This design comes from an exercise in tuning for small area, a short achievable clock period and few clock cycles per item on the open sky130 flow, not from production work.
Only simulation tests tie the RTL to the original design; equivalence was not proved.
Power figures rest on the tool's default switching activity, not on a simulated workload.

==> flow/design.v (outline; a module is shown in full before it is edited, if it fits) <==
// module fma32: 828 lines
// module mul24c: 1687 lines
// module fa_cell: 4 lines
module fma32 (
    input  wire        clk,
    input  wire        rst,
    input  wire        in_valid,
    output wire        in_ready,
    input  wire [31:0] a,
    input  wire [31:0] b,
    input  wire [31:0] c,
    output reg         out_valid,
    output reg  [31:0] d
);
  // ...
==> flow/flow/run.sh <==
#!/bin/bash
# Layout: the standard flow (standard.sh: unchanged synthesis and steps),
# with two settings passed to ORFS:
#  - timing repair asked to leave 21.3 ns of setup slack at the design's
#    28 ns clock, i.e. to optimise the paths towards 6.7 ns;
#  - every port still gets its buffer, but a buf_1 instead of the 10 um2
#    clkdlybuf4s50_1 that buffer_ports picks by default.
# The SDC, clock period and I/O constraints are the standard flow's, untouched.
set -euo pipefail
bash standard.sh SETUP_SLACK_MARGIN=21.3 \
  "BUFFER_PORTS_ARGS=-buffer_cell sky130_fd_sc_hd__buf_1" \
  finish > standard_flow.log 2>&1
==> flow/standard.sh <==
#!/bin/bash
# synth_recipe.tcl (not shown) runs the flow's synth.tcl, then flattens the netlist and writes it again
# the make line also repeats each setting of config.mk as NAME=value (left out here)
make -C /OpenROAD-flow-scripts/flow DESIGN_CONFIG=/design/flow/config.mk WORK_HOME=/design/flow/orfs CLKGATE_MAP_FILE= SYNTH_SCRIPT=/design/flow/synth_recipe.tcl "${@:-finish}"
==> flow/config.mk <==
export PLATFORM = sky130hd
export DESIGN_NAME = fma32
export DESIGN_NICKNAME = fma32
export VERILOG_FILES = /design/flow/design.v
export SDC_FILE = /design/flow/constraint.sdc
export NUM_CORES = 4
export LEC_CHECK = 0
export CAP_MARGIN = 20
export CORE_MARGIN = 2
export CORE_UTILIZATION = 66
export SLEW_MARGIN = 20
export SYNTH_HIERARCHICAL = 1
export SYNTH_MINIMUM_KEEP_SIZE = 0
==> flow/constraint.sdc <==
create_clock -name core_clock -period 28.0 [get_ports {clk}]
set_input_delay 5.6000 -clock core_clock [delete_from_list [all_inputs] [get_ports {clk}]]
set_output_delay 5.6000 -clock core_clock [all_outputs]
set_load 0.01 [all_outputs]
==> impl_metrics.tcl, run 1 <==
set metrics [dict create \
    status "timing/DRC/antenna clean" \
    cp-endpoint "d[13]" \
    vias 34381 \
    multi_input_gates 3346 \
    syn_inst 4273 \
    crit_family "flip-flops" \
    cts_buffer_depth 3 \
    irDropWorstVdd_v 0.0000961 \
    max_stage_delay_ns 0.32 \
    numCtsBuffers 41 \
    fin_crit_sh 0.238 \
    critical_path_depth 1 \
    io_pins 133 \
    p_switching_mw 3.05 \
    worstPathArrival_ns 1.08 \
    multi_input_area_share 0.713 \
    nNetsFinal 5085 \
    top_power_group "combinational logic" \
    drtPass1Iterations 8 \
    hold_viol_final 0 \
    fillers 4442 \
    final_common_cell "nand2_1" \
    drc_errors 0 \
    finalSetupViolations 0 \
    instances_no_fill 5109 \
    place_inst 4930 \
    clock_cell_area_share 0.0311 \
    m1WireLength_um 48700 \
    nWellTaps 773 \
    swShare 0.524 \
    tritoncts "done" \
    worstSetupPathType "reg -> out" \
]
Testbench counts, summed over its fixed seeds: cycles 24,032, items 24,000.
==> module fma32, before the edit <==
module fma32 (
    input  wire        clk,
    input  wire        rst,
    input  wire        in_valid,
    output wire        in_ready,
    input  wire [31:0] a,
    input  wire [31:0] b,
    input  wire [31:0] c,
    output reg         out_valid,
    output reg  [31:0] d
);
    assign in_ready = 1'b1;
    reg        v0;
    reg [31:0] a0, b0, c0;
    reg        ean0, ebn0, ecn0;        
    always @(posedge clk) begin
        v0   <= in_valid & ~rst;
        a0   <= a;
        b0   <= b;
        c0   <= c;
        ean0 <= |a[30:23];
        ebn0 <= |b[30:23];
        ecn0 <= |c[30:23];
    end
    wire        sa = a0[31];
    wire        sb = b0[31];
    wire        sc = c0[31];
    wire [7:0]  ea = a0[30:23];
    wire [7:0]  eb = b0[30:23];
    wire [7:0]  ec = c0[30:23];
    wire [22:0] fa = a0[22:0];
    wire [22:0] fb = b0[22:0];
    wire [22:0] fc = c0[22:0];
    wire ea_max = &ea, eb_max = &eb, ec_max = &ec;
    wire ea_nz  = ean0, eb_nz  = ebn0, ec_nz  = ecn0;
    wire fa_nz  = |fa, fb_nz  = |fb, fc_nz  = |fc;
    wire a_nan  = ea_max & fa_nz;
    wire b_nan  = eb_max & fb_nz;
    wire c_nan  = ec_max & fc_nz;
    wire a_inf  = ea_max & ~fa_nz;
    wire b_inf  = eb_max & ~fb_nz;
    wire c_inf  = ec_max & ~fc_nz;
    wire a_zero = ~ea_nz & ~fa_nz;
    wire b_zero = ~eb_nz & ~fb_nz;
    wire sp  = sa ^ sb;
    wire sub = sp ^ sc;
    wire [23:0] ma = {ea_nz, fa};
    wire [23:0] mb = {eb_nz, fb};
    wire [23:0] mc = {ec_nz, fc};
    wire [7:0]  xa = {ea[7:1], ea[0] | ~ea_nz};
    wire [7:0]  xb = {eb[7:1], eb[0] | ~eb_nz};
    wire [7:0]  xc = {ec[7:1], ec[0] | ~ec_nz};
    wire [9:0]  xab     = {2'b00, xa} + {2'b00, xb};
    wire [10:0] sh_raw  = {3'b000, xa} + {3'b000, xb} + {3'b111, ~xc} - 11'd97;
    wire        a_or_b_zero = a_zero | b_zero;
    wire        clamped = sh_raw[10] | a_or_b_zero;
    wire        sh_big  = (sh_raw[9:0] > 10'd80);
    wire [6:0]  sh      = clamped ? 7'd0 : sh_big ? 7'd80 : sh_raw[6:0];
    wire [8:0]  limit   = clamped ? ({1'b0, xc} - 9'd1) : (xab[8:0] - 9'd99);
    reg [4:0] tz;
    integer k;
    always @(*) begin
        tz = 5'd24;
        for (k = 23; k >= 0; k = k - 1)
            if (mc[k]) tz = k[4:0];
    end
    wire [103:0] cw     = {mc, 80'd0} >> sh;
    wire         c_stk  = ~clamped & (ec_nz | fc_nz) & (sh_raw[9:0] >= {5'd0, tz} + 10'd55);
    wire [78:0]  c_al   = {cw[103:26], c_stk};
    wire [79:0]  cx     = {sub, c_al ^ {79{sub}}};
    wire [47:0]  fsn;
    wire [48:0]  fcn;
    mul24c u_mul (.a(ma), .b(mb), .xn(~cx[50:3]), .sn(fsn), .cn(fcn));
    wire prod_inf = a_inf | b_inf;
    wire invalid  = a_nan | b_nan | c_nan
                  | (a_inf & b_zero) | (b_inf & a_zero)
                  | (prod_inf & c_inf & (sp != sc));
    reg        v1;
    reg [28:0] chi1;
    reg [2:0]  clo1;
    reg [47:0] fsn1;
    reg [47:0] fcn1;
    reg [8:0]  limit1;
    reg        sub1, sc1, sp1, nan1, inf1, infs1, zs1;
    always @(posedge clk) begin
        v1     <= v0 & ~rst;
        chi1   <= cx[79:51];
        clo1   <= cx[2:0];
        fsn1   <= fsn;
        fcn1   <= fcn[48:1];
        limit1 <= limit;
        sub1   <= sub;
        sc1    <= sc;
        sp1    <= sp;
        nan1   <= invalid;
        inf1   <= prod_inf | c_inf;
        infs1  <= prod_inf ? sp : sc;
        zs1    <= a_or_b_zero & sp & sc;
    end
    wire [79:0] add_a = {chi1, ~fsn1, clo1};
    wire [79:0] add_b = {28'd0, ~fcn1, 4'd0};
    wire [79:0] s0, s1;
    wire [79:0] add_p = add_a ^ add_b;
    wire [79:0] add_g = add_a & add_b;
    wire add_G0_1 = add_g[1] | (add_p[1] & add_g[0]);
    wire add_P0_1 = add_p[1] & add_p[0];
    wire add_G0_3 = add_g[3] | (add_p[3] & add_g[2]);
    wire add_P0_3 = add_p[3] & add_p[2];
    wire add_G0_5 = add_g[5] | (add_p[5] & add_g[4]);
    wire add_P0_5 = add_p[5] & add_p[4];
    wire add_G0_7 = add_g[7] | (add_p[7] & add_g[6]);
    wire add_P0_7 = add_p[7] & add_p[6];
    wire add_G0_9 = add_g[9] | (add_p[9] & add_g[8]);
    wire add_P0_9 = add_p[9] & add_p[8];
    wire add_G0_11 = add_g[11] | (add_p[11] & add_g[10]);
    wire add_P0_11 = add_p[11] & add_p[10];
    wire add_G0_13 = add_g[13] | (add_p[13] & add_g[12]);
    wire add_P0_13 = add_p[13] & add_p[12];
    wire add_G0_15 = add_g[15] | (add_p[15] & add_g[14]);
    wire add_P0_15 = add_p[15] & add_p[14];
    wire add_G0_17 = add_g[17] | (add_p[17] & add_g[16]);
    wire add_P0_17 = add_p[17] & add_p[16];
    wire add_G0_19 = add_g[19] | (add_p[19] & add_g[18]);
    wire add_P0_19 = add_p[19] & add_p[18];
    wire add_G0_21 = add_g[21] | (add_p[21] & add_g[20]);
    wire add_P0_21 = add_p[21] & add_p[20];
    wire add_G0_23 = add_g[23] | (add_p[23] & add_g[22]);
    wire add_P0_23 = add_p[23] & add_p[22];
    wire add_G0_25 = add_g[25] | (add_p[25] & add_g[24]);
    wire add_P0_25 = add_p[25] & add_p[24];
    wire add_G0_27 = add_g[27] | (add_p[27] & add_g[26]);
    wire add_P0_27 = add_p[27] & add_p[26];
    wire add_G0_29 = add_g[29] | (add_p[29] & add_g[28]);
    wire add_P0_29 = add_p[29] & add_p[28];
    wire add_G0_31 = add_g[31] | (add_p[31] & add_g[30]);
    wire add_P0_31 = add_p[31] & add_p[30];
    wire add_G0_33 = add_g[33] | (add_p[33] & add_g[32]);
    wire add_P0_33 = add_p[33] & add_p[32];
    wire add_G0_35 = add_g[35] | (add_p[35] & add_g[34]);
    wire add_P0_35 = add_p[35] & add_p[34];
    wire add_G0_37 = add_g[37] | (add_p[37] & add_g[36]);
    wire add_P0_37 = add_p[37] & add_p[36];
    wire add_G0_39 = add_g[39] | (add_p[39] & add_g[38]);
    wire add_P0_39 = add_p[39] & add_p[38];
    wire add_G0_41 = add_g[41] | (add_p[41] & add_g[40]);
    wire add_P0_41 = add_p[41] & add_p[40];
    wire add_G0_43 = add_g[43] | (add_p[43] & add_g[42]);
    wire add_P0_43 = add_p[43] & add_p[42];
    wire add_G0_45 = add_g[45] | (add_p[45] & add_g[44]);
    wire add_P0_45 = add_p[45] & add_p[44];
    wire add_G0_47 = add_g[47] | (add_p[47] & add_g[46]);
    wire add_P0_47 = add_p[47] & add_p[46];
    wire add_G0_49 = add_g[49] | (add_p[49] & add_g[48]);
    wire add_P0_49 = add_p[49] & add_p[48];
    wire add_G0_51 = add_g[51] | (add_p[51] & add_g[50]);
    wire add_P0_51 = add_p[51] & add_p[50];
    wire add_G0_53 = add_g[53] | (add_p[53] & add_g[52]);
    wire add_P0_53 = add_p[53] & add_p[52];
    wire add_G0_55 = add_g[55] | (add_p[55] & add_g[54]);
    wire add_P0_55 = add_p[55] & add_p[54];
    wire add_G0_57 = add_g[57] | (add_p[57] & add_g[56]);
    wire add_P0_57 = add_p[57] & add_p[56];
    wire add_G0_59 = add_g[59] | (add_p[59] & add_g[58]);
    wire add_P0_59 = add_p[59] & add_p[58];
    wire add_G0_61 = add_g[61] | (add_p[61] & add_g[60]);
    wire add_P0_61 = add_p[61] & add_p[60];
    wire add_G0_63 = add_g[63] | (add_p[63] & add_g[62]);
    wire add_P0_63 = add_p[63] & add_p[62];
    wire add_G0_65 = add_g[65] | (add_p[65] & add_g[64]);
    wire add_P0_65 = add_p[65] & add_p[64];
    wire add_G0_67 = add_g[67] | (add_p[67] & add_g[66]);
    wire add_P0_67 = add_p[67] & add_p[66];
    wire add_G0_69 = add_g[69] | (add_p[69] & add_g[68]);
    wire add_P0_69 = add_p[69] & add_p[68];
    wire add_G0_71 = add_g[71] | (add_p[71] & add_g[70]);
    wire add_P0_71 = add_p[71] & add_p[70];
    wire add_G0_73 = add_g[73] | (add_p[73] & add_g[72]);
    wire add_P0_73 = add_p[73] & add_p[72];
    wire add_G0_75 = add_g[75] | (add_p[75] & add_g[74]);
    wire add_P0_75 = add_p[75] & add_p[74];
    wire add_G0_77 = add_g[77] | (add_p[77] & add_g[76]);
    wire add_P0_77 = add_p[77] & add_p[76];
    wire add_G0_79 = add_g[79] | (add_p[79] & add_g[78]);
    wire add_P0_79 = add_p[79] & add_p[78];
    wire add_G1_2 = add_g[2] | (add_p[2] & add_G0_1);
    wire add_P1_2 = add_p[2] & add_P0_1;
    wire add_G1_3 = add_G0_3 | (add_P0_3 & add_G0_1);
    wire add_P1_3 = add_P0_3 & add_P0_1;
    wire add_G1_6 = add_g[6] | (add_p[6] & add_G0_5);
    wire add_P1_6 = add_p[6] & add_P0_5;
    wire add_G1_7 = add_G0_7 | (add_P0_7 & add_G0_5);
    wire add_P1_7 = add_P0_7 & add_P0_5;
    wire add_G1_10 = add_g[10] | (add_p[10] & add_G0_9);
    wire add_P1_10 = add_p[10] & add_P0_9;
    wire add_G1_11 = add_G0_11 | (add_P0_11 & add_G0_9);
    wire add_P1_11 = add_P0_11 & add_P0_9;
    wire add_G1_14 = add_g[14] | (add_p[14] & add_G0_13);
    wire add_P1_14 = add_p[14] & add_P0_13;
    wire add_G1_15 = add_G0_15 | (add_P0_15 & add_G0_13);
    wire add_P1_15 = add_P0_15 & add_P0_13;
    wire add_G1_18 = add_g[18] | (add_p[18] & add_G0_17);
    wire add_P1_18 = add_p[18] & add_P0_17;
    wire add_G1_19 = add_G0_19 | (add_P0_19 & add_G0_17);
    wire add_P1_19 = add_P0_19 & add_P0_17;
    wire add_G1_22 = add_g[22] | (add_p[22] & add_G0_21);
    wire add_P1_22 = add_p[22] & add_P0_21;
    wire add_G1_23 = add_G0_23 | (add_P0_23 & add_G0_21);
    wire add_P1_23 = add_P0_23 & add_P0_21;
    wire add_G1_26 = add_g[26] | (add_p[26] & add_G0_25);
    wire add_P1_26 = add_p[26] & add_P0_25;
    wire add_G1_27 = add_G0_27 | (add_P0_27 & add_G0_25);
    wire add_P1_27 = add_P0_27 & add_P0_25;
    wire add_G1_30 = add_g[30] | (add_p[30] & add_G0_29);
    wire add_P1_30 = add_p[30] & add_P0_29;
    wire add_G1_31 = add_G0_31 | (add_P0_31 & add_G0_29);
    wire add_P1_31 = add_P0_31 & add_P0_29;
    wire add_G1_34 = add_g[34] | (add_p[34] & add_G0_33);
    wire add_P1_34 = add_p[34] & add_P0_33;
    wire add_G1_35 = add_G0_35 | (add_P0_35 & add_G0_33);
    wire add_P1_35 = add_P0_35 & add_P0_33;
    wire add_G1_38 = add_g[38] | (add_p[38] & add_G0_37);
    wire add_P1_38 = add_p[38] & add_P0_37;
    wire add_G1_39 = add_G0_39 | (add_P0_39 & add_G0_37);
    wire add_P1_39 = add_P0_39 & add_P0_37;
    wire add_G1_42 = add_g[42] | (add_p[42] & add_G0_41);
    wire add_P1_42 = add_p[42] & add_P0_41;
    wire add_G1_43 = add_G0_43 | (add_P0_43 & add_G0_41);
    wire add_P1_43 = add_P0_43 & add_P0_41;
    wire add_G1_46 = add_g[46] | (add_p[46] & add_G0_45);
    wire add_P1_46 = add_p[46] & add_P0_45;
    wire add_G1_47 = add_G0_47 | (add_P0_47 & add_G0_45);
    wire add_P1_47 = add_P0_47 & add_P0_45;
    wire add_G1_50 = add_g[50] | (add_p[50] & add_G0_49);
    wire add_P1_50 = add_p[50] & add_P0_49;
    wire add_G1_51 = add_G0_51 | (add_P0_51 & add_G0_49);
    wire add_P1_51 = add_P0_51 & add_P0_49;
    wire add_G1_54 = add_g[54] | (add_p[54] & add_G0_53);
    wire add_P1_54 = add_p[54] & add_P0_53;
    wire add_G1_55 = add_G0_55 | (add_P0_55 & add_G0_53);
    wire add_P1_55 = add_P0_55 & add_P0_53;
    wire add_G1_58 = add_g[58] | (add_p[58] & add_G0_57);
    wire add_P1_58 = add_p[58] & add_P0_57;
    wire add_G1_59 = add_G0_59 | (add_P0_59 & add_G0_57);
    wire add_P1_59 = add_P0_59 & add_P0_57;
    wire add_G1_62 = add_g[62] | (add_p[62] & add_G0_61);
    wire add_P1_62 = add_p[62] & add_P0_61;
    wire add_G1_63 = add_G0_63 | (add_P0_63 & add_G0_61);
    wire add_P1_63 = add_P0_63 & add_P0_61;
    wire add_G1_66 = add_g[66] | (add_p[66] & add_G0_65);
    wire add_P1_66 = add_p[66] & add_P0_65;
    wire add_G1_67 = add_G0_67 | (add_P0_67 & add_G0_65);
    wire add_P1_67 = add_P0_67 & add_P0_65;
    wire add_G1_70 = add_g[70] | (add_p[70] & add_G0_69);
    wire add_P1_70 = add_p[70] & add_P0_69;
    wire add_G1_71 = add_G0_71 | (add_P0_71 & add_G0_69);
    wire add_P1_71 = add_P0_71 & add_P0_69;
    wire add_G1_74 = add_g[74] | (add_p[74] & add_G0_73);
    wire add_P1_74 = add_p[74] & add_P0_73;
    wire add_G1_75 = add_G0_75 | (add_P0_75 & add_G0_73);
    wire add_P1_75 = add_P0_75 & add_P0_73;
    wire add_G1_78 = add_g[78] | (add_p[78] & add_G0_77);
    wire add_P1_78 = add_p[78] & add_P0_77;
    wire add_G1_79 = add_G0_79 | (add_P0_79 & add_G0_77);
    wire add_P1_79 = add_P0_79 & add_P0_77;
    wire add_G2_4 = add_g[4] | (add_p[4] & add_G1_3);
    wire add_P2_4 = add_p[4] & add_P1_3;
    wire add_G2_5 = add_G0_5 | (add_P0_5 & add_G1_3);
    wire add_P2_5 = add_P0_5 & add_P1_3;
    wire add_G2_6 = add_G1_6 | (add_P1_6 & add_G1_3);
    wire add_P2_6 = add_P1_6 & add_P1_3;
    wire add_G2_7 = add_G1_7 | (add_P1_7 & add_G1_3);
    wire add_P2_7 = add_P1_7 & add_P1_3;
    wire add_G2_12 = add_g[12] | (add_p[12] & add_G1_11);
    wire add_P2_12 = add_p[12] & add_P1_11;
    wire add_G2_13 = add_G0_13 | (add_P0_13 & add_G1_11);
    wire add_P2_13 = add_P0_13 & add_P1_11;
    wire add_G2_14 = add_G1_14 | (add_P1_14 & add_G1_11);
    wire add_P2_14 = add_P1_14 & add_P1_11;
    wire add_G2_15 = add_G1_15 | (add_P1_15 & add_G1_11);
    wire add_P2_15 = add_P1_15 & add_P1_11;
    wire add_G2_20 = add_g[20] | (add_p[20] & add_G1_19);
    wire add_P2_20 = add_p[20] & add_P1_19;
    wire add_G2_21 = add_G0_21 | (add_P0_21 & add_G1_19);
    wire add_P2_21 = add_P0_21 & add_P1_19;
    wire add_G2_22 = add_G1_22 | (add_P1_22 & add_G1_19);
    wire add_P2_22 = add_P1_22 & add_P1_19;
    wire add_G2_23 = add_G1_23 | (add_P1_23 & add_G1_19);
    wire add_P2_23 = add_P1_23 & add_P1_19;
    wire add_G2_28 = add_g[28] | (add_p[28] & add_G1_27);
    wire add_P2_28 = add_p[28] & add_P1_27;
    wire add_G2_29 = add_G0_29 | (add_P0_29 & add_G1_27);
    wire add_P2_29 = add_P0_29 & add_P1_27;
    wire add_G2_30 = add_G1_30 | (add_P1_30 & add_G1_27);
    wire add_P2_30 = add_P1_30 & add_P1_27;
    wire add_G2_31 = add_G1_31 | (add_P1_31 & add_G1_27);
    wire add_P2_31 = add_P1_31 & add_P1_27;
    wire add_G2_36 = add_g[36] | (add_p[36] & add_G1_35);
    wire add_P2_36 = add_p[36] & add_P1_35;
    wire add_G2_37 = add_G0_37 | (add_P0_37 & add_G1_35);
    wire add_P2_37 = add_P0_37 & add_P1_35;
    wire add_G2_38 = add_G1_38 | (add_P1_38 & add_G1_35);
    wire add_P2_38 = add_P1_38 & add_P1_35;
    wire add_G2_39 = add_G1_39 | (add_P1_39 & add_G1_35);
    wire add_P2_39 = add_P1_39 & add_P1_35;
    wire add_G2_44 = add_g[44] | (add_p[44] & add_G1_43);
    wire add_P2_44 = add_p[44] & add_P1_43;
    wire add_G2_45 = add_G0_45 | (add_P0_45 & add_G1_43);
    wire add_P2_45 = add_P0_45 & add_P1_43;
    wire add_G2_46 = add_G1_46 | (add_P1_46 & add_G1_43);
    wire add_P2_46 = add_P1_46 & add_P1_43;
    wire add_G2_47 = add_G1_47 | (add_P1_47 & add_G1_43);
    wire add_P2_47 = add_P1_47 & add_P1_43;
    wire add_G2_52 = add_g[52] | (add_p[52] & add_G1_51);
    wire add_P2_52 = add_p[52] & add_P1_51;
    wire add_G2_53 = add_G0_53 | (add_P0_53 & add_G1_51);
    wire add_P2_53 = add_P0_53 & add_P1_51;
    wire add_G2_54 = add_G1_54 | (add_P1_54 & add_G1_51);
    wire add_P2_54 = add_P1_54 & add_P1_51;
    wire add_G2_55 = add_G1_55 | (add_P1_55 & add_G1_51);
    wire add_P2_55 = add_P1_55 & add_P1_51;
    wire add_G2_60 = add_g[60] | (add_p[60] & add_G1_59);
    wire add_P2_60 = add_p[60] & add_P1_59;
    wire add_G2_61 = add_G0_61 | (add_P0_61 & add_G1_59);
    wire add_P2_61 = add_P0_61 & add_P1_59;
    wire add_G2_62 = add_G1_62 | (add_P1_62 & add_G1_59);
    wire add_P2_62 = add_P1_62 & add_P1_59;
    wire add_G2_63 = add_G1_63 | (add_P1_63 & add_G1_59);
    wire add_P2_63 = add_P1_63 & add_P1_59;
    wire add_G2_68 = add_g[68] | (add_p[68] & add_G1_67);
    wire add_P2_68 = add_p[68] & add_P1_67;
    wire add_G2_69 = add_G0_69 | (add_P0_69 & add_G1_67);
    wire add_P2_69 = add_P0_69 & add_P1_67;
    wire add_G2_70 = add_G1_70 | (add_P1_70 & add_G1_67);
    wire add_P2_70 = add_P1_70 & add_P1_67;
    wire add_G2_71 = add_G1_71 | (add_P1_71 & add_G1_67);
    wire add_P2_71 = add_P1_71 & add_P1_67;
    wire add_G2_76 = add_g[76] | (add_p[76] & add_G1_75);
    wire add_P2_76 = add_p[76] & add_P1_75;
    wire add_G2_77 = add_G0_77 | (add_P0_77 & add_G1_75);
    wire add_P2_77 = add_P0_77 & add_P1_75;
    wire add_G2_78 = add_G1_78 | (add_P1_78 & add_G1_75);
    wire add_P2_78 = add_P1_78 & add_P1_75;
    wire add_G2_79 = add_G1_79 | (add_P1_79 & add_G1_75);
    wire add_P2_79 = add_P1_79 & add_P1_75;
    wire add_G3_8 = add_g[8] | (add_p[8] & add_G2_7);
    wire add_P3_8 = add_p[8] & add_P2_7;
    wire add_G3_9 = add_G0_9 | (add_P0_9 & add_G2_7);
    wire add_P3_9 = add_P0_9 & add_P2_7;
    wire add_G3_10 = add_G1_10 | (add_P1_10 & add_G2_7);
    wire add_P3_10 = add_P1_10 & add_P2_7;
    wire add_G3_11 = add_G1_11 | (add_P1_11 & add_G2_7);
    wire add_P3_11 = add_P1_11 & add_P2_7;
    wire add_G3_12 = add_G2_12 | (add_P2_12 & add_G2_7);
    wire add_P3_12 = add_P2_12 & add_P2_7;
    wire add_G3_13 = add_G2_13 | (add_P2_13 & add_G2_7);
    wire add_P3_13 = add_P2_13 & add_P2_7;
    wire add_G3_14 = add_G2_14 | (add_P2_14 & add_G2_7);
    wire add_P3_14 = add_P2_14 & add_P2_7;
    wire add_G3_15 = add_G2_15 | (add_P2_15 & add_G2_7);
    wire add_P3_15 = add_P2_15 & add_P2_7;
    wire add_G3_24 = add_g[24] | (add_p[24] & add_G2_23);
    wire add_P3_24 = add_p[24] & add_P2_23;
    wire add_G3_25 = add_G0_25 | (add_P0_25 & add_G2_23);
    wire add_P3_25 = add_P0_25 & add_P2_23;
    wire add_G3_26 = add_G1_26 | (add_P1_26 & add_G2_23);
    wire add_P3_26 = add_P1_26 & add_P2_23;
    wire add_G3_27 = add_G1_27 | (add_P1_27 & add_G2_23);
    wire add_P3_27 = add_P1_27 & add_P2_23;
    wire add_G3_28 = add_G2_28 | (add_P2_28 & add_G2_23);
    wire add_P3_28 = add_P2_28 & add_P2_23;
    wire add_G3_29 = add_G2_29 | (add_P2_29 & add_G2_23);
    wire add_P3_29 = add_P2_29 & add_P2_23;
    wire add_G3_30 = add_G2_30 | (add_P2_30 & add_G2_23);
    wire add_P3_30 = add_P2_30 & add_P2_23;
    wire add_G3_31 = add_G2_31 | (add_P2_31 & add_G2_23);
    wire add_P3_31 = add_P2_31 & add_P2_23;
    wire add_G3_40 = add_g[40] | (add_p[40] & add_G2_39);
    wire add_P3_40 = add_p[40] & add_P2_39;
    wire add_G3_41 = add_G0_41 | (add_P0_41 & add_G2_39);
    wire add_P3_41 = add_P0_41 & add_P2_39;
    wire add_G3_42 = add_G1_42 | (add_P1_42 & add_G2_39);
    wire add_P3_42 = add_P1_42 & add_P2_39;
    wire add_G3_43 = add_G1_43 | (add_P1_43 & add_G2_39);
    wire add_P3_43 = add_P1_43 & add_P2_39;
    wire add_G3_44 = add_G2_44 | (add_P2_44 & add_G2_39);
    wire add_P3_44 = add_P2_44 & add_P2_39;
    wire add_G3_45 = add_G2_45 | (add_P2_45 & add_G2_39);
    wire add_P3_45 = add_P2_45 & add_P2_39;
    wire add_G3_46 = add_G2_46 | (add_P2_46 & add_G2_39);
    wire add_P3_46 = add_P2_46 & add_P2_39;
    wire add_G3_47 = add_G2_47 | (add_P2_47 & add_G2_39);
    wire add_P3_47 = add_P2_47 & add_P2_39;
    wire add_G3_56 = add_g[56] | (add_p[56] & add_G2_55);
    wire add_P3_56 = add_p[56] & add_P2_55;
    wire add_G3_57 = add_G0_57 | (add_P0_57 & add_G2_55);
    wire add_P3_57 = add_P0_57 & add_P2_55;
    wire add_G3_58 = add_G1_58 | (add_P1_58 & add_G2_55);
    wire add_P3_58 = add_P1_58 & add_P2_55;
    wire add_G3_59 = add_G1_59 | (add_P1_59 & add_G2_55);
    wire add_P3_59 = add_P1_59 & add_P2_55;
    wire add_G3_60 = add_G2_60 | (add_P2_60 & add_G2_55);
    wire add_P3_60 = add_P2_60 & add_P2_55;
    wire add_G3_61 = add_G2_61 | (add_P2_61 & add_G2_55);
    wire add_P3_61 = add_P2_61 & add_P2_55;
    wire add_G3_62 = add_G2_62 | (add_P2_62 & add_G2_55);
    wire add_P3_62 = add_P2_62 & add_P2_55;
    wire add_G3_63 = add_G2_63 | (add_P2_63 & add_G2_55);
    wire add_P3_63 = add_P2_63 & add_P2_55;
    wire add_G3_72 = add_g[72] | (add_p[72] & add_G2_71);
    wire add_P3_72 = add_p[72] & add_P2_71;
    wire add_G3_73 = add_G0_73 | (add_P0_73 & add_G2_71);
    wire add_P3_73 = add_P0_73 & add_P2_71;
    wire add_G3_74 = add_G1_74 | (add_P1_74 & add_G2_71);
    wire add_P3_74 = add_P1_74 & add_P2_71;
    wire add_G3_75 = add_G1_75 | (add_P1_75 & add_G2_71);
    wire add_P3_75 = add_P1_75 & add_P2_71;
    wire add_G3_76 = add_G2_76 | (add_P2_76 & add_G2_71);
    wire add_P3_76 = add_P2_76 & add_P2_71;
    wire add_G3_77 = add_G2_77 | (add_P2_77 & add_G2_71);
    wire add_P3_77 = add_P2_77 & add_P2_71;
    wire add_G3_78 = add_G2_78 | (add_P2_78 & add_G2_71);
    wire add_P3_78 = add_P2_78 & add_P2_71;
    wire add_G3_79 = add_G2_79 | (add_P2_79 & add_G2_71);
    wire add_P3_79 = add_P2_79 & add_P2_71;
    wire add_G4_16 = add_g[16] | (add_p[16] & add_G3_15);
    wire add_P4_16 = add_p[16] & add_P3_15;
    wire add_G4_17 = add_G0_17 | (add_P0_17 & add_G3_15);
    wire add_P4_17 = add_P0_17 & add_P3_15;
    wire add_G4_18 = add_G1_18 | (add_P1_18 & add_G3_15);
    wire add_P4_18 = add_P1_18 & add_P3_15;
    wire add_G4_19 = add_G1_19 | (add_P1_19 & add_G3_15);
    wire add_P4_19 = add_P1_19 & add_P3_15;
    wire add_G4_20 = add_G2_20 | (add_P2_20 & add_G3_15);
    wire add_P4_20 = add_P2_20 & add_P3_15;
    wire add_G4_21 = add_G2_21 | (add_P2_21 & add_G3_15);
    wire add_P4_21 = add_P2_21 & add_P3_15;
    wire add_G4_22 = add_G2_22 | (add_P2_22 & add_G3_15);
    wire add_P4_22 = add_P2_22 & add_P3_15;
    wire add_G4_23 = add_G2_23 | (add_P2_23 & add_G3_15);
    wire add_P4_23 = add_P2_23 & add_P3_15;
    wire add_G4_24 = add_G3_24 | (add_P3_24 & add_G3_15);
    wire add_P4_24 = add_P3_24 & add_P3_15;
    wire add_G4_25 = add_G3_25 | (add_P3_25 & add_G3_15);
    wire add_P4_25 = add_P3_25 & add_P3_15;
    wire add_G4_26 = add_G3_26 | (add_P3_26 & add_G3_15);
    wire add_P4_26 = add_P3_26 & add_P3_15;
    wire add_G4_27 = add_G3_27 | (add_P3_27 & add_G3_15);
    wire add_P4_27 = add_P3_27 & add_P3_15;
    wire add_G4_28 = add_G3_28 | (add_P3_28 & add_G3_15);
    wire add_P4_28 = add_P3_28 & add_P3_15;
    wire add_G4_29 = add_G3_29 | (add_P3_29 & add_G3_15);
    wire add_P4_29 = add_P3_29 & add_P3_15;
    wire add_G4_30 = add_G3_30 | (add_P3_30 & add_G3_15);
    wire add_P4_30 = add_P3_30 & add_P3_15;
    wire add_G4_31 = add_G3_31 | (add_P3_31 & add_G3_15);
    wire add_P4_31 = add_P3_31 & add_P3_15;
    wire add_G4_48 = add_g[48] | (add_p[48] & add_G3_47);
    wire add_P4_48 = add_p[48] & add_P3_47;
    wire add_G4_49 = add_G0_49 | (add_P0_49 & add_G3_47);
    wire add_P4_49 = add_P0_49 & add_P3_47;
    wire add_G4_50 = add_G1_50 | (add_P1_50 & add_G3_47);
    wire add_P4_50 = add_P1_50 & add_P3_47;
    wire add_G4_51 = add_G1_51 | (add_P1_51 & add_G3_47);
    wire add_P4_51 = add_P1_51 & add_P3_47;
    wire add_G4_52 = add_G2_52 | (add_P2_52 & add_G3_47);
    wire add_P4_52 = add_P2_52 & add_P3_47;
    wire add_G4_53 = add_G2_53 | (add_P2_53 & add_G3_47);
    wire add_P4_53 = add_P2_53 & add_P3_47;
    wire add_G4_54 = add_G2_54 | (add_P2_54 & add_G3_47);
    wire add_P4_54 = add_P2_54 & add_P3_47;
    wire add_G4_55 = add_G2_55 | (add_P2_55 & add_G3_47);
    wire add_P4_55 = add_P2_55 & add_P3_47;
    wire add_G4_56 = add_G3_56 | (add_P3_56 & add_G3_47);
    wire add_P4_56 = add_P3_56 & add_P3_47;
    wire add_G4_57 = add_G3_57 | (add_P3_57 & add_G3_47);
    wire add_P4_57 = add_P3_57 & add_P3_47;
    wire add_G4_58 = add_G3_58 | (add_P3_58 & add_G3_47);
    wire add_P4_58 = add_P3_58 & add_P3_47;
    wire add_G4_59 = add_G3_59 | (add_P3_59 & add_G3_47);
    wire add_P4_59 = add_P3_59 & add_P3_47;
    wire add_G4_60 = add_G3_60 | (add_P3_60 & add_G3_47);
    wire add_P4_60 = add_P3_60 & add_P3_47;
    wire add_G4_61 = add_G3_61 | (add_P3_61 & add_G3_47);
    wire add_P4_61 = add_P3_61 & add_P3_47;
    wire add_G4_62 = add_G3_62 | (add_P3_62 & add_G3_47);
    wire add_P4_62 = add_P3_62 & add_P3_47;
    wire add_G4_63 = add_G3_63 | (add_P3_63 & add_G3_47);
    wire add_P4_63 = add_P3_63 & add_P3_47;
    wire add_G5_32 = add_g[32] | (add_p[32] & add_G4_31);
    wire add_P5_32 = add_p[32] & add_P4_31;
    wire add_G5_33 = add_G0_33 | (add_P0_33 & add_G4_31);
    wire add_P5_33 = add_P0_33 & add_P4_31;
    wire add_G5_34 = add_G1_34 | (add_P1_34 & add_G4_31);
    wire add_P5_34 = add_P1_34 & add_P4_31;
    wire add_G5_35 = add_G1_35 | (add_P1_35 & add_G4_31);
    wire add_P5_35 = add_P1_35 & add_P4_31;
    wire add_G5_36 = add_G2_36 | (add_P2_36 & add_G4_31);
    wire add_P5_36 = add_P2_36 & add_P4_31;
    wire add_G5_37 = add_G2_37 | (add_P2_37 & add_G4_31);
    wire add_P5_37 = add_P2_37 & add_P4_31;
    wire add_G5_38 = add_G2_38 | (add_P2_38 & add_G4_31);
    wire add_P5_38 = add_P2_38 & add_P4_31;
    wire add_G5_39 = add_G2_39 | (add_P2_39 & add_G4_31);
    wire add_P5_39 = add_P2_39 & add_P4_31;
    wire add_G5_40 = add_G3_40 | (add_P3_40 & add_G4_31);
    wire add_P5_40 = add_P3_40 & add_P4_31;
    wire add_G5_41 = add_G3_41 | (add_P3_41 & add_G4_31);
    wire add_P5_41 = add_P3_41 & add_P4_31;
    wire add_G5_42 = add_G3_42 | (add_P3_42 & add_G4_31);
    wire add_P5_42 = add_P3_42 & add_P4_31;
    wire add_G5_43 = add_G3_43 | (add_P3_43 & add_G4_31);
    wire add_P5_43 = add_P3_43 & add_P4_31;
    wire add_G5_44 = add_G3_44 | (add_P3_44 & add_G4_31);
    wire add_P5_44 = add_P3_44 & add_P4_31;
    wire add_G5_45 = add_G3_45 | (add_P3_45 & add_G4_31);
    wire add_P5_45 = add_P3_45 & add_P4_31;
    wire add_G5_46 = add_G3_46 | (add_P3_46 & add_G4_31);
    wire add_P5_46 = add_P3_46 & add_P4_31;
    wire add_G5_47 = add_G3_47 | (add_P3_47 & add_G4_31);
    wire add_P5_47 = add_P3_47 & add_P4_31;
    wire add_G5_48 = add_G4_48 | (add_P4_48 & add_G4_31);
    wire add_P5_48 = add_P4_48 & add_P4_31;
    wire add_G5_49 = add_G4_49 | (add_P4_49 & add_G4_31);
    wire add_P5_49 = add_P4_49 & add_P4_31;
    wire add_G5_50 = add_G4_50 | (add_P4_50 & add_G4_31);
    wire add_P5_50 = add_P4_50 & add_P4_31;
    wire add_G5_51 = add_G4_51 | (add_P4_51 & add_G4_31);
    wire add_P5_51 = add_P4_51 & add_P4_31;
    wire add_G5_52 = add_G4_52 | (add_P4_52 & add_G4_31);
    wire add_P5_52 = add_P4_52 & add_P4_31;
    wire add_G5_53 = add_G4_53 | (add_P4_53 & add_G4_31);
    wire add_P5_53 = add_P4_53 & add_P4_31;
    wire add_G5_54 = add_G4_54 | (add_P4_54 & add_G4_31);
    wire add_P5_54 = add_P4_54 & add_P4_31;
    wire add_G5_55 = add_G4_55 | (add_P4_55 & add_G4_31);
    wire add_P5_55 = add_P4_55 & add_P4_31;
    wire add_G5_56 = add_G4_56 | (add_P4_56 & add_G4_31);
    wire add_P5_56 = add_P4_56 & add_P4_31;
    wire add_G5_57 = add_G4_57 | (add_P4_57 & add_G4_31);
    wire add_P5_57 = add_P4_57 & add_P4_31;
    wire add_G5_58 = add_G4_58 | (add_P4_58 & add_G4_31);
    wire add_P5_58 = add_P4_58 & add_P4_31;
    wire add_G5_59 = add_G4_59 | (add_P4_59 & add_G4_31);
    wire add_P5_59 = add_P4_59 & add_P4_31;
    wire add_G5_60 = add_G4_60 | (add_P4_60 & add_G4_31);
    wire add_P5_60 = add_P4_60 & add_P4_31;
    wire add_G5_61 = add_G4_61 | (add_P4_61 & add_G4_31);
    wire add_P5_61 = add_P4_61 & add_P4_31;
    wire add_G5_62 = add_G4_62 | (add_P4_62 & add_G4_31);
    wire add_P5_62 = add_P4_62 & add_P4_31;
    wire add_G5_63 = add_G4_63 | (add_P4_63 & add_G4_31);
    wire add_P5_63 = add_P4_63 & add_P4_31;
    wire add_G6_64 = add_g[64] | (add_p[64] & add_G5_63);
    wire add_P6_64 = add_p[64] & add_P5_63;
    wire add_G6_65 = add_G0_65 | (add_P0_65 & add_G5_63);
    wire add_P6_65 = add_P0_65 & add_P5_63;
    wire add_G6_66 = add_G1_66 | (add_P1_66 & add_G5_63);
    wire add_P6_66 = add_P1_66 & add_P5_63;
    wire add_G6_67 = add_G1_67 | (add_P1_67 & add_G5_63);
    wire add_P6_67 = add_P1_67 & add_P5_63;
    wire add_G6_68 = add_G2_68 | (add_P2_68 & add_G5_63);
    wire add_P6_68 = add_P2_68 & add_P5_63;
    wire add_G6_69 = add_G2_69 | (add_P2_69 & add_G5_63);
    wire add_P6_69 = add_P2_69 & add_P5_63;
    wire add_G6_70 = add_G2_70 | (add_P2_70 & add_G5_63);
    wire add_P6_70 = add_P2_70 & add_P5_63;
    wire add_G6_71 = add_G2_71 | (add_P2_71 & add_G5_63);
    wire add_P6_71 = add_P2_71 & add_P5_63;
    wire add_G6_72 = add_G3_72 | (add_P3_72 & add_G5_63);
    wire add_P6_72 = add_P3_72 & add_P5_63;
    wire add_G6_73 = add_G3_73 | (add_P3_73 & add_G5_63);
    wire add_P6_73 = add_P3_73 & add_P5_63;
    wire add_G6_74 = add_G3_74 | (add_P3_74 & add_G5_63);
    wire add_P6_74 = add_P3_74 & add_P5_63;
    wire add_G6_75 = add_G3_75 | (add_P3_75 & add_G5_63);
    wire add_P6_75 = add_P3_75 & add_P5_63;
    wire add_G6_76 = add_G3_76 | (add_P3_76 & add_G5_63);
    wire add_P6_76 = add_P3_76 & add_P5_63;
    wire add_G6_77 = add_G3_77 | (add_P3_77 & add_G5_63);
    wire add_P6_77 = add_P3_77 & add_P5_63;
    wire add_G6_78 = add_G3_78 | (add_P3_78 & add_G5_63);
    wire add_P6_78 = add_P3_78 & add_P5_63;
    wire add_G6_79 = add_G3_79 | (add_P3_79 & add_G5_63);
    wire add_P6_79 = add_P3_79 & add_P5_63;
    assign s0[0] = add_p[0];
    assign s1[0] = ~add_p[0];
    assign s0[1] = add_p[1] ^ add_g[0];
    assign s1[1] = add_p[1] ^ (add_g[0] | add_p[0]);
    assign s0[2] = add_p[2] ^ add_G0_1;
    assign s1[2] = add_p[2] ^ (add_G0_1 | add_P0_1);
    assign s0[3] = add_p[3] ^ add_G1_2;
    assign s1[3] = add_p[3] ^ (add_G1_2 | add_P1_2);
    assign s0[4] = add_p[4] ^ add_G1_3;
    assign s1[4] = add_p[4] ^ (add_G1_3 | add_P1_3);
    assign s0[5] = add_p[5] ^ add_G2_4;
    assign s1[5] = add_p[5] ^ (add_G2_4 | add_P2_4);
    assign s0[6] = add_p[6] ^ add_G2_5;
    assign s1[6] = add_p[6] ^ (add_G2_5 | add_P2_5);
    assign s0[7] = add_p[7] ^ add_G2_6;
    assign s1[7] = add_p[7] ^ (add_G2_6 | add_P2_6);
    assign s0[8] = add_p[8] ^ add_G2_7;
    assign s1[8] = add_p[8] ^ (add_G2_7 | add_P2_7);
    assign s0[9] = add_p[9] ^ add_G3_8;
    assign s1[9] = add_p[9] ^ (add_G3_8 | add_P3_8);
    assign s0[10] = add_p[10] ^ add_G3_9;
    assign s1[10] = add_p[10] ^ (add_G3_9 | add_P3_9);
    assign s0[11] = add_p[11] ^ add_G3_10;
    assign s1[11] = add_p[11] ^ (add_G3_10 | add_P3_10);
    assign s0[12] = add_p[12] ^ add_G3_11;
    assign s1[12] = add_p[12] ^ (add_G3_11 | add_P3_11);
    assign s0[13] = add_p[13] ^ add_G3_12;
    assign s1[13] = add_p[13] ^ (add_G3_12 | add_P3_12);
    assign s0[14] = add_p[14] ^ add_G3_13;
    assign s1[14] = add_p[14] ^ (add_G3_13 | add_P3_13);
    assign s0[15] = add_p[15] ^ add_G3_14;
    assign s1[15] = add_p[15] ^ (add_G3_14 | add_P3_14);
    assign s0[16] = add_p[16] ^ add_G3_15;
    assign s1[16] = add_p[16] ^ (add_G3_15 | add_P3_15);
    assign s0[17] = add_p[17] ^ add_G4_16;
    assign s1[17] = add_p[17] ^ (add_G4_16 | add_P4_16);
    assign s0[18] = add_p[18] ^ add_G4_17;
    assign s1[18] = add_p[18] ^ (add_G4_17 | add_P4_17);
    assign s0[19] = add_p[19] ^ add_G4_18;
    assign s1[19] = add_p[19] ^ (add_G4_18 | add_P4_18);
    assign s0[20] = add_p[20] ^ add_G4_19;
    assign s1[20] = add_p[20] ^ (add_G4_19 | add_P4_19);
    assign s0[21] = add_p[21] ^ add_G4_20;
    assign s1[21] = add_p[21] ^ (add_G4_20 | add_P4_20);
    assign s0[22] = add_p[22] ^ add_G4_21;
    assign s1[22] = add_p[22] ^ (add_G4_21 | add_P4_21);
    assign s0[23] = add_p[23] ^ add_G4_22;
    assign s1[23] = add_p[23] ^ (add_G4_22 | add_P4_22);
    assign s0[24] = add_p[24] ^ add_G4_23;
    assign s1[24] = add_p[24] ^ (add_G4_23 | add_P4_23);
    assign s0[25] = add_p[25] ^ add_G4_24;
    assign s1[25] = add_p[25] ^ (add_G4_24 | add_P4_24);
    assign s0[26] = add_p[26] ^ add_G4_25;
    assign s1[26] = add_p[26] ^ (add_G4_25 | add_P4_25);
    assign s0[27] = add_p[27] ^ add_G4_26;
    assign s1[27] = add_p[27] ^ (add_G4_26 | add_P4_26);
    assign s0[28] = add_p[28] ^ add_G4_27;
    assign s1[28] = add_p[28] ^ (add_G4_27 | add_P4_27);
    assign s0[29] = add_p[29] ^ add_G4_28;
    assign s1[29] = add_p[29] ^ (add_G4_28 | add_P4_28);
    assign s0[30] = add_p[30] ^ add_G4_29;
    assign s1[30] = add_p[30] ^ (add_G4_29 | add_P4_29);
    assign s0[31] = add_p[31] ^ add_G4_30;
    assign s1[31] = add_p[31] ^ (add_G4_30 | add_P4_30);
    assign s0[32] = add_p[32] ^ add_G4_31;
    assign s1[32] = add_p[32] ^ (add_G4_31 | add_P4_31);
    assign s0[33] = add_p[33] ^ add_G5_32;
    assign s1[33] = add_p[33] ^ (add_G5_32 | add_P5_32);
    assign s0[34] = add_p[34] ^ add_G5_33;
    assign s1[34] = add_p[34] ^ (add_G5_33 | add_P5_33);
    assign s0[35] = add_p[35] ^ add_G5_34;
    assign s1[35] = add_p[35] ^ (add_G5_34 | add_P5_34);
    assign s0[36] = add_p[36] ^ add_G5_35;
    assign s1[36] = add_p[36] ^ (add_G5_35 | add_P5_35);
    assign s0[37] = add_p[37] ^ add_G5_36;
    assign s1[37] = add_p[37] ^ (add_G5_36 | add_P5_36);
    assign s0[38] = add_p[38] ^ add_G5_37;
    assign s1[38] = add_p[38] ^ (add_G5_37 | add_P5_37);
    assign s0[39] = add_p[39] ^ add_G5_38;
    assign s1[39] = add_p[39] ^ (add_G5_38 | add_P5_38);
    assign s0[40] = add_p[40] ^ add_G5_39;
    assign s1[40] = add_p[40] ^ (add_G5_39 | add_P5_39);
    assign s0[41] = add_p[41] ^ add_G5_40;
    assign s1[41] = add_p[41] ^ (add_G5_40 | add_P5_40);
    assign s0[42] = add_p[42] ^ add_G5_41;
    assign s1[42] = add_p[42] ^ (add_G5_41 | add_P5_41);
    assign s0[43] = add_p[43] ^ add_G5_42;
    assign s1[43] = add_p[43] ^ (add_G5_42 | add_P5_42);
    assign s0[44] = add_p[44] ^ add_G5_43;
    assign s1[44] = add_p[44] ^ (add_G5_43 | add_P5_43);
    assign s0[45] = add_p[45] ^ add_G5_44;
    assign s1[45] = add_p[45] ^ (add_G5_44 | add_P5_44);
    assign s0[46] = add_p[46] ^ add_G5_45;
    assign s1[46] = add_p[46] ^ (add_G5_45 | add_P5_45);
    assign s0[47] = add_p[47] ^ add_G5_46;
    assign s1[47] = add_p[47] ^ (add_G5_46 | add_P5_46);
    assign s0[48] = add_p[48] ^ add_G5_47;
    assign s1[48] = add_p[48] ^ (add_G5_47 | add_P5_47);
    assign s0[49] = add_p[49] ^ add_G5_48;
    assign s1[49] = add_p[49] ^ (add_G5_48 | add_P5_48);
    assign s0[50] = add_p[50] ^ add_G5_49;
    assign s1[50] = add_p[50] ^ (add_G5_49 | add_P5_49);
    assign s0[51] = add_p[51] ^ add_G5_50;
    assign s1[51] = add_p[51] ^ (add_G5_50 | add_P5_50);
    assign s0[52] = add_p[52] ^ add_G5_51;
    assign s1[52] = add_p[52] ^ (add_G5_51 | add_P5_51);
    assign s0[53] = add_p[53] ^ add_G5_52;
    assign s1[53] = add_p[53] ^ (add_G5_52 | add_P5_52);
    assign s0[54] = add_p[54] ^ add_G5_53;
    assign s1[54] = add_p[54] ^ (add_G5_53 | add_P5_53);
    assign s0[55] = add_p[55] ^ add_G5_54;
    assign s1[55] = add_p[55] ^ (add_G5_54 | add_P5_54);
    assign s0[56] = add_p[56] ^ add_G5_55;
    assign s1[56] = add_p[56] ^ (add_G5_55 | add_P5_55);
    assign s0[57] = add_p[57] ^ add_G5_56;
    assign s1[57] = add_p[57] ^ (add_G5_56 | add_P5_56);
    assign s0[58] = add_p[58] ^ add_G5_57;
    assign s1[58] = add_p[58] ^ (add_G5_57 | add_P5_57);
    assign s0[59] = add_p[59] ^ add_G5_58;
    assign s1[59] = add_p[59] ^ (add_G5_58 | add_P5_58);
    assign s0[60] = add_p[60] ^ add_G5_59;
    assign s1[60] = add_p[60] ^ (add_G5_59 | add_P5_59);
    assign s0[61] = add_p[61] ^ add_G5_60;
    assign s1[61] = add_p[61] ^ (add_G5_60 | add_P5_60);
    assign s0[62] = add_p[62] ^ add_G5_61;
    assign s1[62] = add_p[62] ^ (add_G5_61 | add_P5_61);
    assign s0[63] = add_p[63] ^ add_G5_62;
    assign s1[63] = add_p[63] ^ (add_G5_62 | add_P5_62);
    assign s0[64] = add_p[64] ^ add_G5_63;
    assign s1[64] = add_p[64] ^ (add_G5_63 | add_P5_63);
    assign s0[65] = add_p[65] ^ add_G6_64;
    assign s1[65] = add_p[65] ^ (add_G6_64 | add_P6_64);
    assign s0[66] = add_p[66] ^ add_G6_65;
    assign s1[66] = add_p[66] ^ (add_G6_65 | add_P6_65);
    assign s0[67] = add_p[67] ^ add_G6_66;
    assign s1[67] = add_p[67] ^ (add_G6_66 | add_P6_66);
    assign s0[68] = add_p[68] ^ add_G6_67;
    assign s1[68] = add_p[68] ^ (add_G6_67 | add_P6_67);
    assign s0[69] = add_p[69] ^ add_G6_68;
    assign s1[69] = add_p[69] ^ (add_G6_68 | add_P6_68);
    assign s0[70] = add_p[70] ^ add_G6_69;
    assign s1[70] = add_p[70] ^ (add_G6_69 | add_P6_69);
    assign s0[71] = add_p[71] ^ add_G6_70;
    assign s1[71] = add_p[71] ^ (add_G6_70 | add_P6_70);
    assign s0[72] = add_p[72] ^ add_G6_71;
    assign s1[72] = add_p[72] ^ (add_G6_71 | add_P6_71);
    assign s0[73] = add_p[73] ^ add_G6_72;
    assign s1[73] = add_p[73] ^ (add_G6_72 | add_P6_72);
    assign s0[74] = add_p[74] ^ add_G6_73;
    assign s1[74] = add_p[74] ^ (add_G6_73 | add_P6_73);
    assign s0[75] = add_p[75] ^ add_G6_74;
    assign s1[75] = add_p[75] ^ (add_G6_74 | add_P6_74);
    assign s0[76] = add_p[76] ^ add_G6_75;
    assign s1[76] = add_p[76] ^ (add_G6_75 | add_P6_75);
    assign s0[77] = add_p[77] ^ add_G6_76;
    assign s1[77] = add_p[77] ^ (add_G6_76 | add_P6_76);
    assign s0[78] = add_p[78] ^ add_G6_77;
    assign s1[78] = add_p[78] ^ (add_G6_77 | add_P6_77);
    assign s0[79] = add_p[79] ^ add_G6_78;
    assign s1[79] = add_p[79] ^ (add_G6_78 | add_P6_78);
    wire        neg = sub1 & s1[79];
    wire [78:0] mag = neg ? ~s0[78:0] : (sub1 ? s1[78:0] : s0[78:0]);
    wire        rs  = neg ? sc1 : sp1;
    reg [6:0] lzm;
    integer i;
    always @(*) begin
        lzm = 7'd0;
        for (i = 0; i < 79; i = i + 1)
            if (mag[i]) lzm = 7'd78 - i[6:0];
    end
    wire [2:0] kz  = lzm[6:4];
    wire [2:0] kl  = (|limit1[8:7]) ? 3'd7 : limit1[6:4];
    wire       klt = kz < kl;
    wire       kgt = kz > kl;
    wire [2:0] kc  = klt ? kz : kl;
    wire [2:0]  lzc = kc;
    reg  [39:0] m1;
    always @(*) begin
        case (lzc)
            3'd0:    m1 = mag[78:39];
            3'd1:    m1 = mag[62:23];
            3'd2:    m1 = mag[46:7];
            3'd3:    m1 = {mag[30:0], 9'd0};
            default: m1 = {mag[14:0], 25'd0};
        endcase
    end
    wire stk0 = |mag[6:0];
    wire stk1 = stk0 | (|mag[22:7]);
    wire stk2 = stk1 | (|mag[38:23]);
    wire stk  = (lzc == 3'd0) ? stk2 : (lzc == 3'd1) ? stk1 : (lzc == 3'd2) ? stk0 : 1'b0;
    reg        v2;
    reg [39:0] m2;
    reg        stk2r;
    reg [2:0]  kc2;
    reg [3:0]  lzm2;
    reg        klt2, kgt2;
    reg [8:0]  limit2;
    reg        rs2, nan2, inf2, infs2, zs2;
    always @(posedge clk) begin
        v2     <= v1 & ~rst;
        m2     <= m1;
        stk2r  <= stk;
        kc2    <= kc;
        lzm2   <= lzm[3:0];
        klt2   <= klt;
        kgt2   <= kgt;
        limit2 <= limit1;
        rs2    <= rs;
        nan2   <= nan1;
        inf2   <= inf1;
        infs2  <= infs1;
        zs2    <= zs1;
    end
    wire [3:0]  lzl    = limit2[3:0];
    wire [3:0]  lzf2   = klt2 ? lzm2 : kgt2 ? lzl : ((lzm2 < lzl) ? lzm2 : lzl);
    wire [39:0] tn     = m2 << lzf2;
    wire [23:0] sig    = tn[39:16];
    wire        guard  = tn[15];
    wire [14:0] smask  = ~({15{1'b1}} << (4'd15 - lzf2));
    wire        sticky = stk2r | (|(m2[14:0] & smask));
    wire        rnd_up = guard & (sticky | sig[0]);
    wire [24:0] sig_r  = {1'b0, sig} + {24'd0, rnd_up};
    wire [8:0]  em1 = limit2 - {2'b00, kc2, lzf2};
    wire [9:0]  ex  = {1'b0, em1} + {8'd0, sig_r[24:23]};
    wire        ovf = ex >= 10'd255;
    wire zero2 = ~(|m2) & ~stk2r;
    reg [31:0] result;
    always @(*) begin
        if (nan2)
            result = 32'h7FC00000;
        else if (inf2)
            result = {infs2, 8'hFF, 23'd0};
        else if (zero2)
            result = {zs2, 31'd0};
        else if (ovf)
            result = {rs2, 8'hFF, 23'd0};
        else
            result = {rs2, ex[7:0], sig_r[22:0]};
    end
    always @(posedge clk) begin
        out_valid <= v2 & ~rst;
        d         <= result;
    end
endmodule
==> inputs of run 2 (changes only) <==
--- a/flow/design.v
+++ b/flow/design.v
@@ -10,28 +10,45 @@
     output reg  [31:0] d
 );
     assign in_ready = 1'b1;
+    wire [7:0]  ea_in = a[30:23];
+    wire [7:0]  eb_in = b[30:23];
+    wire [7:0]  ec_in = c[30:23];
+    wire        ean_in = |ea_in;
+    wire        ebn_in = |eb_in;
+    wire        ecn_in = |ec_in;
+    wire [7:0]  xa_in = {ea_in[7:1], ea_in[0] | ~ean_in};
+    wire [7:0]  xb_in = {eb_in[7:1], eb_in[0] | ~ebn_in};
+    wire [7:0]  nxc_in = ~{ec_in[7:1], ec_in[0] | ~ecn_in};
     reg        v0;
-    reg [31:0] a0, b0, c0;
+    reg [31:0] c0;
+    reg        sa0, sb0;
+    reg [22:0] fa0, fb0;
     reg        ean0, ebn0, ecn0;        
+    reg        eam0, ebm0;              
+    reg [7:0]  es0, ecy0;               
     always @(posedge clk) begin
         v0   <= in_valid & ~rst;
-        a0   <= a;
-        b0   <= b;
         c0   <= c;
-        ean0 <= |a[30:23];
-        ebn0 <= |b[30:23];
-        ecn0 <= |c[30:23];
+        sa0  <= a[31];
+        sb0  <= b[31];
+        fa0  <= a[22:0];
+        fb0  <= b[22:0];
+        ean0 <= ean_in;
+        ebn0 <= ebn_in;
+        ecn0 <= ecn_in;
+        eam0 <= &ea_in;
+        ebm0 <= &eb_in;
+        es0  <= xa_in ^ xb_in ^ nxc_in;
+        ecy0 <= (xa_in & xb_in) | (xa_in & nxc_in) | (xb_in & nxc_in);
     end
-    wire        sa = a0[31];
-    wire        sb = b0[31];
+    wire        sa = sa0;
+    wire        sb = sb0;
     wire        sc = c0[31];
-    wire [7:0]  ea = a0[30:23];
-    wire [7:0]  eb = b0[30:23];
     wire [7:0]  ec = c0[30:23];
-    wire [22:0] fa = a0[22:0];
-    wire [22:0] fb = b0[22:0];
+    wire [22:0] fa = fa0;
+    wire [22:0] fb = fb0;
     wire [22:0] fc = c0[22:0];
-    wire ea_max = &ea, eb_max = &eb, ec_max = &ec;
+    wire ea_max = eam0, eb_max = ebm0, ec_max = &ec;
     wire ea_nz  = ean0, eb_nz  = ebn0, ec_nz  = ecn0;
     wire fa_nz  = |fa, fb_nz  = |fb, fc_nz  = |fc;
     wire a_nan  = ea_max & fa_nz;
@@ -47,16 +64,13 @@
     wire [23:0] ma = {ea_nz, fa};
     wire [23:0] mb = {eb_nz, fb};
     wire [23:0] mc = {ec_nz, fc};
-    wire [7:0]  xa = {ea[7:1], ea[0] | ~ea_nz};
-    wire [7:0]  xb = {eb[7:1], eb[0] | ~eb_nz};
     wire [7:0]  xc = {ec[7:1], ec[0] | ~ec_nz};
-    wire [9:0]  xab     = {2'b00, xa} + {2'b00, xb};
-    wire [10:0] sh_raw  = {3'b000, xa} + {3'b000, xb} + {3'b111, ~xc} - 11'd97;
+    wire [10:0] sh_raw  = {3'b000, es0} + {2'b00, ecy0, 1'b0} + 11'd1695;
     wire        a_or_b_zero = a_zero | b_zero;
     wire        clamped = sh_raw[10] | a_or_b_zero;
     wire        sh_big  = (sh_raw[9:0] > 10'd80);
     wire [6:0]  sh      = clamped ? 7'd0 : sh_big ? 7'd80 : sh_raw[6:0];
-    wire [8:0]  limit   = clamped ? ({1'b0, xc} - 9'd1) : (xab[8:0] - 9'd99);
+    wire [8:0]  limit   = (clamped ? 9'd0 : sh_raw[8:0]) + {1'b0, xc} - 9'd1;
     reg [4:0] tz;
     integer k;
     always @(*) begin
--- a/flow/config.mk
+++ b/flow/config.mk
@@ -7,7 +7,7 @@
 export LEC_CHECK = 0
 export CAP_MARGIN = 20
 export CORE_MARGIN = 2
-export CORE_UTILIZATION = 66
+export CORE_UTILIZATION = 60
 export SLEW_MARGIN = 20
 export SYNTH_HIERARCHICAL = 1
 export SYNTH_MINIMUM_KEEP_SIZE = 0
==> run 2 against run 1 <==
  * Still clean
  * Final cell count barely moved
  * First-iteration DRC count fell by 13%
  * Combinational power down 1%
  * Die area rose by 8.5%
  * Via count is 5.3% lower
  * Fmax barely moved
  * Critical path depth stayed put
  * Wire length fell by 2.7%
  * Design area decreased by 2.1%
  * Non-clock buffer count shrank 23
  * Setup slack better by 0.0066 ns
  * Highest routed layer is now met4
==> impl_metrics.tcl, run 2 <==
set metrics [dict create \
    gp_congestion 1.00 \
    nNetsFinal 5004 \
    hold_viol_final 0 \
    grt_first_pass_wirelength_um 191000 \
    worstSetupPathType "reg -> out" \
    antenna_left 0 \
    setup_tns_ns 0 \
    relSlewSlack 0.255 \
    num_antenna_cells 0 \
    grt-ovfl-total 0 \
    cap_violations 0 \
    grtUsageTotal 0.375 \
    finalSetupViolations 0 \
    numCtsBuffers 40 \
    worstPathArrival_ns 1.07 \
    fp.coreArea_sq_mm 0.0641 \
    die-width_um 258 \
    cts_buffer_depth 3 \
    drtPass1Iterations 6 \
    reg.largest.list "fcn1 (48), fsn1 (48), m2 (40)" \
    port_buffers 131 \
    crit_path_max_fanout 1 \
    fin_crit_sh 0.238 \
    drive_above_1_share 0.125 \
    syn_inst 4214 \
    status "timing/DRC/antenna clean" \
    fillers 5420 \
    clk_latency_ns 0.61 \
    period_minus_slack_ns 6.67 \
    synth_nets 4992 \
    syn_to_final_growth_pct 8.46 \
    htree_levels 2 \
    cts_sinks 344 \
    skew_ns 0.0254 \
    finalPower_mw 5.82 \
    cts_hold_buf 0 \
    worstPathCellList "buf_1" \
    drv_slew 0 \
    r2r_cells 30 \
    final_common_cell "nand2_1" \
    min_path_type "reg -> reg" \
    drc_errors 0 \
    clkTransAtPathRegs_ns 0.06 \
    pwr_density_cell_mw_per_mm2 139 \
    seqCellArea_sq_mm 0.00689 \
    crit_start "d[12]$_SDFF_PP0_" \
    r2r_setup_slack_ns 21.51 \
    whs_path_depth 0 \
    clock-root-buffer "clkbuf_16" \
    die_height_um 258 \
    final_cell_mix "nand2_1, fa_1, dfxtp_1, inv_1, nor2_1" \
    dieArea_sq_mm 0.0665 \
    syn_area_sq_mm 0.0387 \
    num_rows 93 \
    floorplan.initialDensity 0.603 \
    final_util 0.654 \
    multi_input_area_sq_mm 0.0295 \
    place_inst 4953 \
    max_stage_delay_ns 0.31 \
    critPathBufInv 1 \
    postSynthAreaPerCell_sq_um 9.17 \
    irDropWorstVdd_v 0.0000935 \
    vias 32572 \
    hold_path.startpoint "inf1$_DFF_P_" \
    yosys_warnings 7 \
    startpoint_type "register" \
    worst_pin_slew_ns 1.11 \
    tritoncts "done" \
    routedWlPerCell_um 24.8 \
    drt-initial-drc-count 3701 \
    io_pins 133 \
    grt_pass1_vias 31979 \
    r2r_end "d[22]$_SDFF_PP1_" \
    critPathRequiredTime_ns 22.40 \
    grt_max_degree 66 \
    worstSetupEndpointType "output port" \
    crit_slowest_cell "dfxtp_1" \
    fmax_mhz 150 \
    crit_family "flip-flops" \
    whs_endpoint "inf2$_DFF_P_" \
    p_leak_nw 16.7 \
    instances_no_fill 5112 \
    routed_wl_um 127000 \
    r2r_start "limit2[1]$_DFF_P_" \
    rsz0062_at_grt "true" \
    vias_per_cell 6.37 \
    dp_hpwl_um 91900 \
    grt_antenna_before_repair 1 \
]
-- run 2: cell types whose count changed in the layout (fill, tap and decap cells not counted), moves of 13 or more --
| cell | before | now |
|---|---|---|
| o22ai_1 | 17 | 33 |
| mux2_2 | 17 | 30 |
| xor2_1 | 52 | 37 |
| xnor2_1 | 119 | 137 |
| mux4_2 | 55 | 39 |
| nand3_1 | 70 | 57 |
| a31oi_1 | 37 | 22 |
| inv_1 | 252 | 288 |
| buf_4 | 164 | 146 |
| o21ai_0 | 152 | 101 |
| mux2i_1 | 115 | 129 |
-- run 2: what timing repair did --
action / 4_1_cts / 5_1_grt
gates cloned: 4 / 6
pin swaps: 16 / 45
setup endpoints to repair: 83 / 79
hold endpoints to repair: 0 / 0
gates resized for setup: 86 / 146
buffers inserted: 29 / 46
-- run 2: layout make-up --
class	instances	area share
tap	855	0.0255
clock inverter	25	0.00743
timing repair buffer	295	0.0460
multi-input combinational	3245	0.703
clock buffer	48	0.0258
inverter	300	0.0275
sequential	344	0.164
-- run 2: layer usage --
layer	up-vias	part of all wire	routed length (um)	global-route usage
met5	-	0	0	0
met4	0	0.045	5750	0.147
met3	347	0.10	13300	0.0815
met2	2005	0.44	55800	0.575
met1	16014	0.41	51900	0.522
li1	14206	-	-	-
-- run 2: worst max path at each step --
stage                        to  slack (ns)  cells past startpoint
2_1_floorplan  d[10]$_SDFF_PP0_       21.30                     32
3_3_place_gp      m2[2]$_DFF_P_       19.70                     26
3_5_place_dp      m2[2]$_DFF_P_       19.58                     26
4_1_cts                    d[0]       21.30                      1
5_1_grt         d[3]$_SDFF_PP0_       21.20                     31
6_report                  d[12]       21.33                      1
-- run 2: per-stage QoR --
step / instance area [sq um] / setup WS, ns / hold slack, ns
6_report: 41900 / 21.33 / 0.321
5_1_grt: 41900 / 21.20 / 0.334
4_1_cts: 40900 / 21.30 / 0.328
3_5_place_dp: 38800 / 19.58 / 0.313
3_3_place_gp: 38800 / 19.70 / 0.313
2_1_floorplan: 38700 / 21.30 / 0.310
-- run 2: where the power goes --
group          internal, mW  switching [mW]  leakage (nW)  total [mW]
logic                  1.79            2.63          13.1        4.41
clock network         0.311           0.239         0.669       0.550
registers             0.713           0.147          2.89       0.860
-- run 2: worst reg2reg max path: cells and delay by family, from the launching register on --
kind	cells	cell delay (ns)
buf+inv	6	0.72
compound gates	8	0.96
simple gates	10	3.02
fa+ha+maj	2	0.39
flops	1	0.35
mux	4	0.98
Testbench counts of run 2, summed over its fixed seeds: cycles 24,032, items 24,000.

-- separate check: timing with driven ports --
How much do the figures lean on ideal ports? The routed layouts below were timed once more, with nothing changed but the port constraints.
Step 1 (the two cells are an assumption about what drives the block):
set clk [get_ports {clk}]
set_driving_cell -lib_cell sky130_fd_sc_hd__clkbuf_16 $clk
set_driving_cell -lib_cell sky130_fd_sc_hd__buf_2 [delete_from_list [all_inputs] $clk]
Step 2 also shifts input and output timing later by t, the mid clock arrival at the registers, as if the neighbouring blocks saw the same clock.
Three values: ideal ports, drivers, drivers and shift; two values: the first two.
| run | t (ns) | setup WS [ns] | cell pins on the clock port's net |
|---|---|---|---|
| run 1 | 0.644 | 21.325 / 21.253 / 21.426 | 1 |
| run 2 | 0.663 | 21.331 / 21.264 / 21.144 | 1 |
After both steps setup and hold are still met in every run listed. For run 2, which loses most, drivers alone change the setup slack by -0.067 ns; drivers and shift together by -0.187 ns.
